Source: an optimization exercise on an open RTL-to-GDS flow (aim: small area, a short achievable clock period and few clock cycles per item). Production flows keep margins and buffers that such runs may drop.
Where RTL was checked, it was by simulation tests only, not by an equivalence proof against the original.

==> module stitch_blend, before the edit <==
module stitch_blend (
    input  wire        clk,
    input  wire        rst,
    input  wire        in_valid,
    output wire        in_ready,
    input  wire        in_sol,       
    input  wire        in_apron,     
    input  wire [11:0] in_bg_y,
    input  wire [11:0] in_bg_cb,
    input  wire [11:0] in_bg_cr,
    input  wire [7:0]  in_vis,       
    input  wire [7:0]  in_cov,       
    input  wire [95:0] in_y,         
    input  wire [95:0] in_cb,
    input  wire [95:0] in_cr,
    input  wire [79:0] in_pa,        
    input  wire [79:0] in_ga,        
    output reg         out_valid,
    input  wire        out_ready,
    output reg         out_sol,
    output wire [9:0]  out_y,
    output wire [9:0]  out_c         
);
    reg  [7:0] opq;      
    reg  [7:0] live;     
    reg  [7:0] above;    
    integer l;
    always @(*) begin
        for (l = 0; l < 8; l = l + 1) begin
            opq[l]  = in_cov[l] && (in_vis[l] || (l == 7 && in_apron)) &&
                      (&in_pa[10*l +: 10]) && ((&in_ga[10*l +: 10]) || (l == 7 && in_apron));
            live[l] = in_cov[l] && (in_vis[l] || (l == 7 && in_apron)) &&
                      (|in_pa[10*l +: 10]) && ((|in_ga[10*l +: 10]) || (l == 7 && in_apron));
        end
        above[7] = 1'b0;
        for (l = 6; l >= 0; l = l - 1)
            above[l] = above[l+1] || opq[l+1];
    end
    wire [7:0] top  = opq & ~above;             
    wire [7:0] need = live & ~opq & ~above;     
    reg  [7:0] done;     
    reg        cont;     
    wire [7:0] rem  = need & ~done;
    reg  [7:0] sel;      
    reg  [7:0] lower;
    always @(*) begin
        lower[0] = 1'b0;
        for (l = 1; l < 8; l = l + 1)
            lower[l] = lower[l-1] || rem[l-1];
        sel = rem & ~lower;
    end
    wire [7:0] part = live & ~opq & ~done;
    reg  [7:0] upper;
    always @(*) begin
        upper[7] = 1'b0;
        for (l = 6; l >= 0; l = l - 1)
            upper[l] = upper[l+1] || part[l+1];
    end
    wire       more = |(part & ~above & upper);
    reg        b_valid, b_last, b_sol;
    reg [11:0] dst_y, dst_cb, dst_cr;
    reg [11:0] src_y, src_cb, src_cr;
    reg [9:0]  b_pa, b_ga;
    wire stall_b  = b_valid && b_last && out_valid && !out_ready;
    assign in_ready = !stall_b && !more;
    wire issue    = in_valid && !stall_b;
    wire        no_top = ~|top;
    wire [11:0] st_y, st_cb, st_cr;
    wire [11:0] m_y, m_cb, m_cr;
    wire [9:0]  m_pa, m_ga;
    wire [79:0] ga_eff = {in_apron ? 10'h3ff : in_ga[79:70], in_ga[69:0]};
    stitch_pick #(.N(9), .W(36)) u_pick_st (
        .s({no_top, top}),
        .d({in_bg_cr, in_bg_cb, in_bg_y,
            in_cr[95:84], in_cb[95:84], in_y[95:84], in_cr[83:72], in_cb[83:72], in_y[83:72],
            in_cr[71:60], in_cb[71:60], in_y[71:60], in_cr[59:48], in_cb[59:48], in_y[59:48],
            in_cr[47:36], in_cb[47:36], in_y[47:36], in_cr[35:24], in_cb[35:24], in_y[35:24],
            in_cr[23:12], in_cb[23:12], in_y[23:12], in_cr[11:0],  in_cb[11:0],  in_y[11:0]}),
        .y({st_cr, st_cb, st_y}));
    stitch_pick #(.N(8), .W(56)) u_pick_src (
        .s(sel),
        .d({ga_eff[79:70], in_pa[79:70], in_cr[95:84], in_cb[95:84], in_y[95:84],
            ga_eff[69:60], in_pa[69:60], in_cr[83:72], in_cb[83:72], in_y[83:72],
            ga_eff[59:50], in_pa[59:50], in_cr[71:60], in_cb[71:60], in_y[71:60],
            ga_eff[49:40], in_pa[49:40], in_cr[59:48], in_cb[59:48], in_y[59:48],
            ga_eff[39:30], in_pa[39:30], in_cr[47:36], in_cb[47:36], in_y[47:36],
            ga_eff[29:20], in_pa[29:20], in_cr[35:24], in_cb[35:24], in_y[35:24],
            ga_eff[19:10], in_pa[19:10], in_cr[23:12], in_cb[23:12], in_y[23:12],
            ga_eff[9:0],   in_pa[9:0],   in_cr[11:0],  in_cb[11:0],  in_y[11:0]}),
        .y({m_ga, m_pa, m_cr, m_cb, m_y}));
    wire [9:0]  b_a;
    stitch_alpha u_alpha (.pa(b_pa), .ga(b_ga), .a(b_a));
    wire [11:0] res_y, res_cb, res_cr;
    stitch_mix u_mix_y  (.src(src_y),  .dst(dst_y),  .a(b_a), .res(res_y));
    stitch_mix u_mix_cb (.src(src_cb), .dst(dst_cb), .a(b_a), .res(res_cb));
    stitch_mix u_mix_cr (.src(src_cr), .dst(dst_cr), .a(b_a), .res(res_cr));
    reg        odd;       
    reg [11:0] cr_hold;   
    reg [11:0] o_y, o_c;  
    wire       is_even = b_sol || !odd;
    wire       b_done  = b_valid && b_last && !stall_b;
    always @(posedge clk) begin
        if (issue) begin
            src_y  <= m_y;
            src_cb <= m_cb;
            src_cr <= m_cr;
            b_pa   <= m_pa;
            b_ga   <= m_ga;
            b_last <= !more;
            b_sol  <= in_sol;
        end
        if (issue && !cont) begin
            dst_y  <= st_y;
            dst_cb <= st_cb;
            dst_cr <= st_cr;
        end else if (b_valid && !b_last) begin
            dst_y  <= res_y;
            dst_cb <= res_cb;
            dst_cr <= res_cr;
        end
        if (b_done) begin
            out_sol <= b_sol;
            o_y     <= res_y;
            if (is_even) begin
                o_c     <= res_cb;
                cr_hold <= res_cr;
            end else begin
                o_c     <= cr_hold;
            end
        end
        if (rst) begin
            done      <= 8'd0;
            cont      <= 1'b0;
            b_valid   <= 1'b0;
            out_valid <= 1'b0;
            odd       <= 1'b0;
        end else begin
            if (issue) begin
                done <= more ? (done | sel) : 8'd0;
                cont <= more;
            end
            if (issue)
                b_valid <= 1'b1;
            else if (!stall_b)
                b_valid <= 1'b0;
            if (b_done) begin
                out_valid <= 1'b1;
                odd       <= is_even;
            end else if (out_ready) begin
                out_valid <= 1'b0;
            end
        end
    end
    function [9:0] to10;
        input [11:0] v;
        reg   [10:0] r;
        begin
            r = ({1'b0, v} + 13'd2) >> 2;
            if (r < 11'd4)         to10 = 10'd4;
            else if (r > 11'd1019) to10 = 10'd1019;
            else                   to10 = r[9:0];
        end
    endfunction
    assign out_y = to10(o_y);
    assign out_c = to10(o_c);
endmodule
export LEC_CHECK = 0
export CAP_MARGIN = 20
export CORE_MARGIN = 2
export CORE_UTILIZATION = 40
export SLEW_MARGIN = 20
create_clock -name core_clock -period 22.0 [get_ports {clk}]
standard.sh (not shown) runs the stock make flow with config.mk's settings and CLKGATE_MAP_FILE= SYNTH_SCRIPT=/design/flow/synth_recipe.tcl, a recipe that flattens the netlist after the stock synthesis.
==> flow/flow/run.sh <==
#!/bin/bash
# Standard layout, with the smallest buffer on every input and output port,
# and timing repair aimed at a setup slack margin well above zero.
set -euo pipefail
export BUFFER_PORTS_ARGS="-buffer_cell sky130_fd_sc_hd__buf_1"
export SETUP_SLACK_MARGIN=10.5
bash standard.sh > standard.log 2>&1
The first run completed with no timing, DRC or antenna violations.
Edit:
--- a/flow/design.v
+++ b/flow/design.v
@@ -50,12 +50,5 @@
         sel = rem & ~lower;
     end
-    wire [7:0] part = live & ~opq & ~done;
-    reg  [7:0] upper;
-    always @(*) begin
-        upper[7] = 1'b0;
-        for (l = 6; l >= 0; l = l - 1)
-            upper[l] = upper[l+1] || part[l+1];
-    end
-    wire       more = |(part & ~above & upper);
+    wire       more = |(rem & ~sel);             
     reg        b_valid, b_last, b_sol;
     reg [11:0] dst_y, dst_cb, dst_cr;
Effect:
- The changed run completed with no timing, DRC or antenna violations
- design area is higher by 2.4%
- worst setup slack gets worse by 0.20 ns
- via count came out higher by 2.4%
- area after synthesis increases by 1.3%
- fmax is lower by 1.7%
- die area rose by 1.3%
- critical path depth increases by 2
- global-route usage is lower by 2.6 points
- first-iteration DRC count rose by 1.5%
- core utilization goes up by 0.28 points
- wire length shrinks by 4.6%
- non-clock buffer count rises by 13
- worst hold slack is worse by 0.0070 ns
No functional check of the RTL was part of any run of this note.

Another version of the RTL of stitch_blend (not shown whole).
For scale: about 2500 cells after synthesis, ~530 I/O pins, ~27000 sq um of cells after synthesis.
clock: 22.0 ns
lec_check: 0
cap_margin: 20
core_margin: 2
core_utilization: 40
cts_buf_list: sky130_fd_sc_hd__clkbuf_8
slew_margin: 20
synth_hierarchical: 1
synth_minimum_keep_size: 0
==> flow/flow/run.sh <==
#!/bin/bash
# Standard layout, with the smallest buffer on every input and output port,
# and timing repair aimed at a setup slack margin well above zero.
set -euo pipefail
export BUFFER_PORTS_ARGS="-buffer_cell sky130_fd_sc_hd__buf_1"
export SETUP_SLACK_MARGIN=11
bash standard.sh > standard.log 2>&1
Testbench counts at the start, summed over its fixed seeds: cycles 22,632, pixels 19,200.
Edit:
--- a/flow/design.v
+++ b/flow/design.v
@@ -50,12 +50,8 @@
         sel = rem & ~lower;
     end
-    wire [7:0] part = live & ~opq & ~done;
-    reg  [7:0] upper;
-    always @(*) begin
-        upper[7] = 1'b0;
-        for (l = 6; l >= 0; l = l - 1)
-            upper[l] = upper[l+1] || part[l+1];
-    end
-    wire       more = |(part & ~above & upper);
+    wire       more;
+    stitch_more u_more (
+        .cov(in_cov), .vis(in_vis), .pa(in_pa), .ga(in_ga), .apron(in_apron),
+        .done(done), .more(more));
     reg        b_valid, b_last, b_sol;
     reg [11:0] dst_y, dst_cb, dst_cr;
@@ -177,4 +173,32 @@
     end
 endmodule
+module stitch_more (
+    input  wire [7:0]  cov,
+    input  wire [7:0]  vis,
+    input  wire [79:0] pa,
+    input  wire [79:0] ga,
+    input  wire        apron,
+    input  wire [7:0]  done,
+    output wire        more
+);
+    reg  [7:0] opq, part, above, upper;
+    integer l;
+    always @(*) begin
+        for (l = 0; l < 8; l = l + 1) begin
+            opq[l]  = cov[l] && (vis[l] || (l == 7 && apron)) &&
+                      (&pa[10*l +: 10]) && ((&ga[10*l +: 10]) || (l == 7 && apron));
+            part[l] = cov[l] && (vis[l] || (l == 7 && apron)) &&
+                      (|pa[10*l +: 10]) && ((|ga[10*l +: 10]) || (l == 7 && apron)) &&
+                      !opq[l] && !done[l];
+        end
+        above[7] = 1'b0;
+        upper[7] = 1'b0;
+        for (l = 6; l >= 0; l = l - 1) begin
+            above[l] = above[l+1] || opq[l+1];
+            upper[l] = upper[l+1] || part[l+1];
+        end
+    end
+    assign more = |(part & ~above & upper);
+endmodule
 module stitch_mix (input [11:0] src, input [11:0] dst, input [9:0] a, output [11:0] res);
     wire [11:0] r0 = a[0] ? src : dst;
Result: The new run finished with timing, DRC and antenna clean. Via count goes up by 6.5%. Worst hold slack improved by 0.016 ns. Wire length goes up by 5.5%. Setup slack improved by 0.13 ns. Non-clock buffer count goes down by 1. Synthesized cell count goes up by 6.6%. Critical path depth is unchanged. Fmax goes up by 1.2%. Global-route usage goes up by 1.1 points.
For the second run of this note, only the layout was checked, not whether the RTL still works.

Setup of main:
stitch_blend, a different RTL version from the one above (not shown whole).
For scale: about 3200 cells after synthesis, ~140 flip-flops, about 530 I/O pins.
==> module stitch_blend, before the edit <==
module stitch_blend (
    input  wire        clk,
    input  wire        rst,
    input  wire        in_valid,
    output wire        in_ready,
    input  wire        in_sol,       
    input  wire        in_apron,     
    input  wire [11:0] in_bg_y,
    input  wire [11:0] in_bg_cb,
    input  wire [11:0] in_bg_cr,
    input  wire [7:0]  in_vis,       
    input  wire [7:0]  in_cov,       
    input  wire [95:0] in_y,         
    input  wire [95:0] in_cb,
    input  wire [95:0] in_cr,
    input  wire [79:0] in_pa,        
    input  wire [79:0] in_ga,        
    output reg         out_valid,
    input  wire        out_ready,
    output reg         out_sol,
    output wire [9:0]  out_y,
    output wire [9:0]  out_c         
);
    reg  [7:0] opq;      
    reg  [7:0] live;     
    reg  [7:0] above;    
    integer l;
    always @(*) begin
        for (l = 0; l < 8; l = l + 1) begin
            opq[l]  = in_cov[l] && (in_vis[l] || (l == 7 && in_apron)) &&
                      (&in_pa[10*l +: 10]) && ((&in_ga[10*l +: 10]) || (l == 7 && in_apron));
            live[l] = in_cov[l] && (in_vis[l] || (l == 7 && in_apron)) &&
                      (|in_pa[10*l +: 10]) && ((|in_ga[10*l +: 10]) || (l == 7 && in_apron));
        end
        above[7] = 1'b0;
        for (l = 6; l >= 0; l = l - 1)
            above[l] = above[l+1] || opq[l+1];
    end
    wire [7:0] top  = opq & ~above;             
    wire [7:0] need = live & ~opq & ~above;     
    reg  [7:0] done;     
    reg        cont;     
    wire [7:0] rem  = need & ~done;
    reg  [7:0] sel;      
    reg  [7:0] lower;
    always @(*) begin
        lower[0] = 1'b0;
        for (l = 1; l < 8; l = l + 1)
            lower[l] = lower[l-1] || rem[l-1];
        sel = rem & ~lower;
    end
    wire       more = |(rem & ~sel);             
    reg        b_valid, b_last, b_sol;
    reg [11:0] dst_y, dst_cb, dst_cr;
    reg [11:0] src_y, src_cb, src_cr;
    reg [9:0]  b_pa, b_ga;
    wire stall_b  = b_valid && b_last && out_valid && !out_ready;
    assign in_ready = !stall_b && !more;
    wire issue    = in_valid && !stall_b;
    reg [11:0] st_y, st_cb, st_cr;
    reg [11:0] m_y, m_cb, m_cr;
    reg [9:0]  m_pa, m_ga;
    always @(*) begin
        st_y  = (|top) ? 12'd0 : in_bg_y;
        st_cb = (|top) ? 12'd0 : in_bg_cb;
        st_cr = (|top) ? 12'd0 : in_bg_cr;
        m_y = 12'd0; m_cb = 12'd0; m_cr = 12'd0; m_pa = 10'd0; m_ga = 10'd0;
        for (l = 0; l < 8; l = l + 1) begin
            st_y  = st_y  | (in_y [12*l +: 12] & {12{top[l]}});
            st_cb = st_cb | (in_cb[12*l +: 12] & {12{top[l]}});
            st_cr = st_cr | (in_cr[12*l +: 12] & {12{top[l]}});
            m_y   = m_y   | (in_y [12*l +: 12] & {12{sel[l]}});
            m_cb  = m_cb  | (in_cb[12*l +: 12] & {12{sel[l]}});
            m_cr  = m_cr  | (in_cr[12*l +: 12] & {12{sel[l]}});
            m_pa  = m_pa  | (in_pa[10*l +: 10] & {10{sel[l]}});
            m_ga  = m_ga  | ((l == 7 && in_apron) ? {10{sel[l]}} : (in_ga[10*l +: 10] & {10{sel[l]}}));
        end
    end
    wire [9:0]  b_a;
    stitch_alpha u_alpha (.pa(b_pa), .ga(b_ga), .a(b_a));
    wire [11:0] res_y, res_cb, res_cr;
    stitch_mix u_mix_y  (.src(src_y),  .dst(dst_y),  .a(b_a), .res(res_y));
    stitch_mix u_mix_cb (.src(src_cb), .dst(dst_cb), .a(b_a), .res(res_cb));
    stitch_mix u_mix_cr (.src(src_cr), .dst(dst_cr), .a(b_a), .res(res_cr));
    reg        odd;       
    reg [11:0] cr_hold;   
    reg [11:0] o_y, o_c;  
    wire       is_even = b_sol || !odd;
    wire       b_done  = b_valid && b_last && !stall_b;
    always @(posedge clk) begin
        if (issue) begin
            src_y  <= m_y;
            src_cb <= m_cb;
            src_cr <= m_cr;
            b_pa   <= m_pa;
            b_ga   <= m_ga;
            b_last <= !more;
            b_sol  <= in_sol;
        end
        if (issue && !cont) begin
            dst_y  <= st_y;
            dst_cb <= st_cb;
            dst_cr <= st_cr;
        end else if (b_valid && !b_last) begin
            dst_y  <= res_y;
            dst_cb <= res_cb;
            dst_cr <= res_cr;
        end
        if (b_done) begin
            out_sol <= b_sol;
            o_y     <= res_y;
            if (is_even) begin
                o_c     <= res_cb;
                cr_hold <= res_cr;
            end else begin
                o_c     <= cr_hold;
            end
        end
        if (rst) begin
            done      <= 8'd0;
            cont      <= 1'b0;
            b_valid   <= 1'b0;
            out_valid <= 1'b0;
            odd       <= 1'b0;
        end else begin
            if (issue) begin
                done <= more ? (done | sel) : 8'd0;
                cont <= more;
            end
            if (issue)
                b_valid <= 1'b1;
            else if (!stall_b)
                b_valid <= 1'b0;
            if (b_done) begin
                out_valid <= 1'b1;
                odd       <= is_even;
            end else if (out_ready) begin
                out_valid <= 1'b0;
            end
        end
    end
    function [9:0] to10;
        input [11:0] v;
        reg   [10:0] r;
        begin
            r = ({1'b0, v} + 13'd2) >> 2;
            if (r < 11'd4)         to10 = 10'd4;
            else if (r > 11'd1019) to10 = 10'd1019;
            else                   to10 = r[9:0];
        end
    endfunction
    assign out_y = to10(o_y);
    assign out_c = to10(o_c);
endmodule
==> flow/config.mk <==
export PLATFORM = sky130hd
export DESIGN_NAME = stitch_blend
export DESIGN_NICKNAME = stitch_blend
export VERILOG_FILES = /design/flow/design.v
export SDC_FILE = /design/flow/constraint.sdc
export NUM_CORES = 4
export LEC_CHECK = 0
export CAP_MARGIN = 20
export CORE_MARGIN = 2
export CORE_UTILIZATION = 40
export SLEW_MARGIN = 20
==> flow/constraint.sdc <==
create_clock -name core_clock -period 22.0 [get_ports {clk}]
set_input_delay 4.4000 -clock core_clock [delete_from_list [all_inputs] [get_ports {clk}]]
set_output_delay 4.4000 -clock core_clock [all_outputs]
set_load 0.01 [all_outputs]
==> flow/flow/run.sh <==
#!/bin/bash
# Standard layout, with the smallest buffer on every input and output port.
set -euo pipefail
export BUFFER_PORTS_ARGS="-buffer_cell sky130_fd_sc_hd__buf_1"
bash standard.sh > standard.log 2>&1
main completed; timing, DRC and antenna clean
Testbench counts of main, summed over its fixed seeds: cycles 22,632, pixels 19,200.
Inputs modified between main and the feature branch:
diff --git a/flow/design.v b/flow/design.v
--- a/flow/design.v
+++ b/flow/design.v
@@ -16,12 +16,12 @@
     input  wire [79:0] in_pa,        
     input  wire [79:0] in_ga,        
     output reg         out_valid,
     input  wire        out_ready,
     output reg         out_sol,
-    output wire [9:0]  out_y,
-    output wire [9:0]  out_c         
+    output reg  [9:0]  out_y,
+    output reg  [9:0]  out_c         
 );
     reg  [7:0] opq;      
     reg  [7:0] live;     
     reg  [7:0] above;    
     integer l;
@@ -51,11 +51,11 @@
     end
     wire       more = |(rem & ~sel);             
     reg        b_valid, b_last, b_sol;
     reg [11:0] dst_y, dst_cb, dst_cr;
     reg [11:0] src_y, src_cb, src_cr;
-    reg [9:0]  b_pa, b_ga;
+    reg [9:0]  b_a;
     wire stall_b  = b_valid && b_last && out_valid && !out_ready;
     assign in_ready = !stall_b && !more;
     wire issue    = in_valid && !stall_b;
     reg [11:0] st_y, st_cb, st_cr;
     reg [11:0] m_y, m_cb, m_cr;
@@ -74,28 +74,36 @@
             m_cr  = m_cr  | (in_cr[12*l +: 12] & {12{sel[l]}});
             m_pa  = m_pa  | (in_pa[10*l +: 10] & {10{sel[l]}});
             m_ga  = m_ga  | ((l == 7 && in_apron) ? {10{sel[l]}} : (in_ga[10*l +: 10] & {10{sel[l]}}));
         end
     end
-    wire [9:0]  b_a;
-    stitch_alpha u_alpha (.pa(b_pa), .ga(b_ga), .a(b_a));
+    wire [9:0] a;
+    stitch_alpha u_alpha (.pa(m_pa), .ga(m_ga), .a(a));
     wire [11:0] res_y, res_cb, res_cr;
     stitch_mix u_mix_y  (.src(src_y),  .dst(dst_y),  .a(b_a), .res(res_y));
     stitch_mix u_mix_cb (.src(src_cb), .dst(dst_cb), .a(b_a), .res(res_cb));
     stitch_mix u_mix_cr (.src(src_cr), .dst(dst_cr), .a(b_a), .res(res_cr));
-    reg        odd;       
-    reg [11:0] cr_hold;   
-    reg [11:0] o_y, o_c;  
-    wire       is_even = b_sol || !odd;
-    wire       b_done  = b_valid && b_last && !stall_b;
+    function [9:0] to10;
+        input [11:0] v;
+        reg   [10:0] r;
+        begin
+            r = ({1'b0, v} + 13'd2) >> 2;
+            if (r < 11'd4)         to10 = 10'd4;
+            else if (r > 11'd1019) to10 = 10'd1019;
+            else                   to10 = r[9:0];
+        end
+    endfunction
+    reg       odd;       
+    reg [9:0] cr_hold;   
+    wire      is_even = b_sol || !odd;
+    wire      b_done  = b_valid && b_last && !stall_b;
     always @(posedge clk) begin
         if (issue) begin
             src_y  <= m_y;
             src_cb <= m_cb;
             src_cr <= m_cr;
-            b_pa   <= m_pa;
-            b_ga   <= m_ga;
+            b_a    <= a;
             b_last <= !more;
             b_sol  <= in_sol;
         end
         if (issue && !cont) begin
             dst_y  <= st_y;
@@ -106,16 +114,16 @@
             dst_cb <= res_cb;
             dst_cr <= res_cr;
         end
         if (b_done) begin
             out_sol <= b_sol;
-            o_y     <= res_y;
+            out_y   <= to10(res_y);
             if (is_even) begin
-                o_c     <= res_cb;
-                cr_hold <= res_cr;
+                out_c   <= to10(res_cb);
+                cr_hold <= to10(res_cr);
             end else begin
-                o_c     <= cr_hold;
+                out_c   <= cr_hold;
             end
         end
         if (rst) begin
             done      <= 8'd0;
             cont      <= 1'b0;
@@ -137,22 +145,10 @@
             end else if (out_ready) begin
                 out_valid <= 1'b0;
             end
         end
     end
-    function [9:0] to10;
-        input [11:0] v;
-        reg   [10:0] r;
-        begin
-            r = ({1'b0, v} + 13'd2) >> 2;
-            if (r < 11'd4)         to10 = 10'd4;
-            else if (r > 11'd1019) to10 = 10'd1019;
-            else                   to10 = r[9:0];
-        end
-    endfunction
-    assign out_y = to10(o_y);
-    assign out_c = to10(o_c);
 endmodule
 module stitch_mix (input [11:0] src, input [11:0] dst, input [9:0] a, output [11:0] res);
     wire [11:0] r0 = a[0] ? src : dst;
     wire [11:0] r1 = a[1] ? src : dst;
     wire [11:0] r2 = a[2] ? src : dst;
Results
Number of non-filler instances in the completed layout went down by a few percent going from main to the feature branch.
On the feature branch: share of the final layout cell area in multi-input gates is 0.87 points higher than what main gave.
Diff main -> the feature branch: final antenna diode count dropped 12, clock skew climbed 4.2 ps, via count dropped 3.5%, critical-path maximum fanout dropped 3, layout overhead on the synthesized area barely changed.
The feature branch has met1 track demand over resource in global routing below what main had.
Relative to main, depth of the critical timing path with buffers and inverters included increased by 17 in the feature branch.
Testbench counts of the feature branch, summed over its fixed seeds: cycles 22,632, pixels 19,200.

## afterwards: timing with drivers on the ports
No port has a modelled driver above. Below, the same layouts with a new extraction and two added sets of constraints. Step 1 assumes that a clkbuf_16 drives the clock port and a buf_2 every other input. Step 2 adds t to the input delays and takes it off the output delays; t is the mean of the earliest and latest rising clock arrival at the registers after step 1. Input paths then give back, and output paths get back, about the clock's delay inside the block. a / b / c = ideal / step 1 / step 2; a / b = the first two.
run | t (ns) | setup slack, ns | slew at the worst register clock pin (ns)
the first run of note 1 | 0.553 | 10.638 / 10.463 / 10.463 | 0.08 / 0.08
the second run of note 1 | 0.513 | 10.439 / 10.417 / 10.417 | 0.07 / 0.07
the first run of note 2 | 0.639 | 10.986 / 10.930 / 10.930 | 0.11 / 0.11
the second run of note 2 | 0.633 | 11.112 / 11.054 / 11.054 | 0.10 / 0.10
main | 0.561 | 9.358 / 9.324 / 9.324 | 0.07 / 0.07
the feature branch | 0.556 | 8.382 / 8.415 / 7.859 | 0.08 / 0.08
After both steps setup and hold are still met in every run listed. The setup slack of the feature branch, which loses most, moves by +0.033 ns with the drivers and by -0.523 ns with both steps.
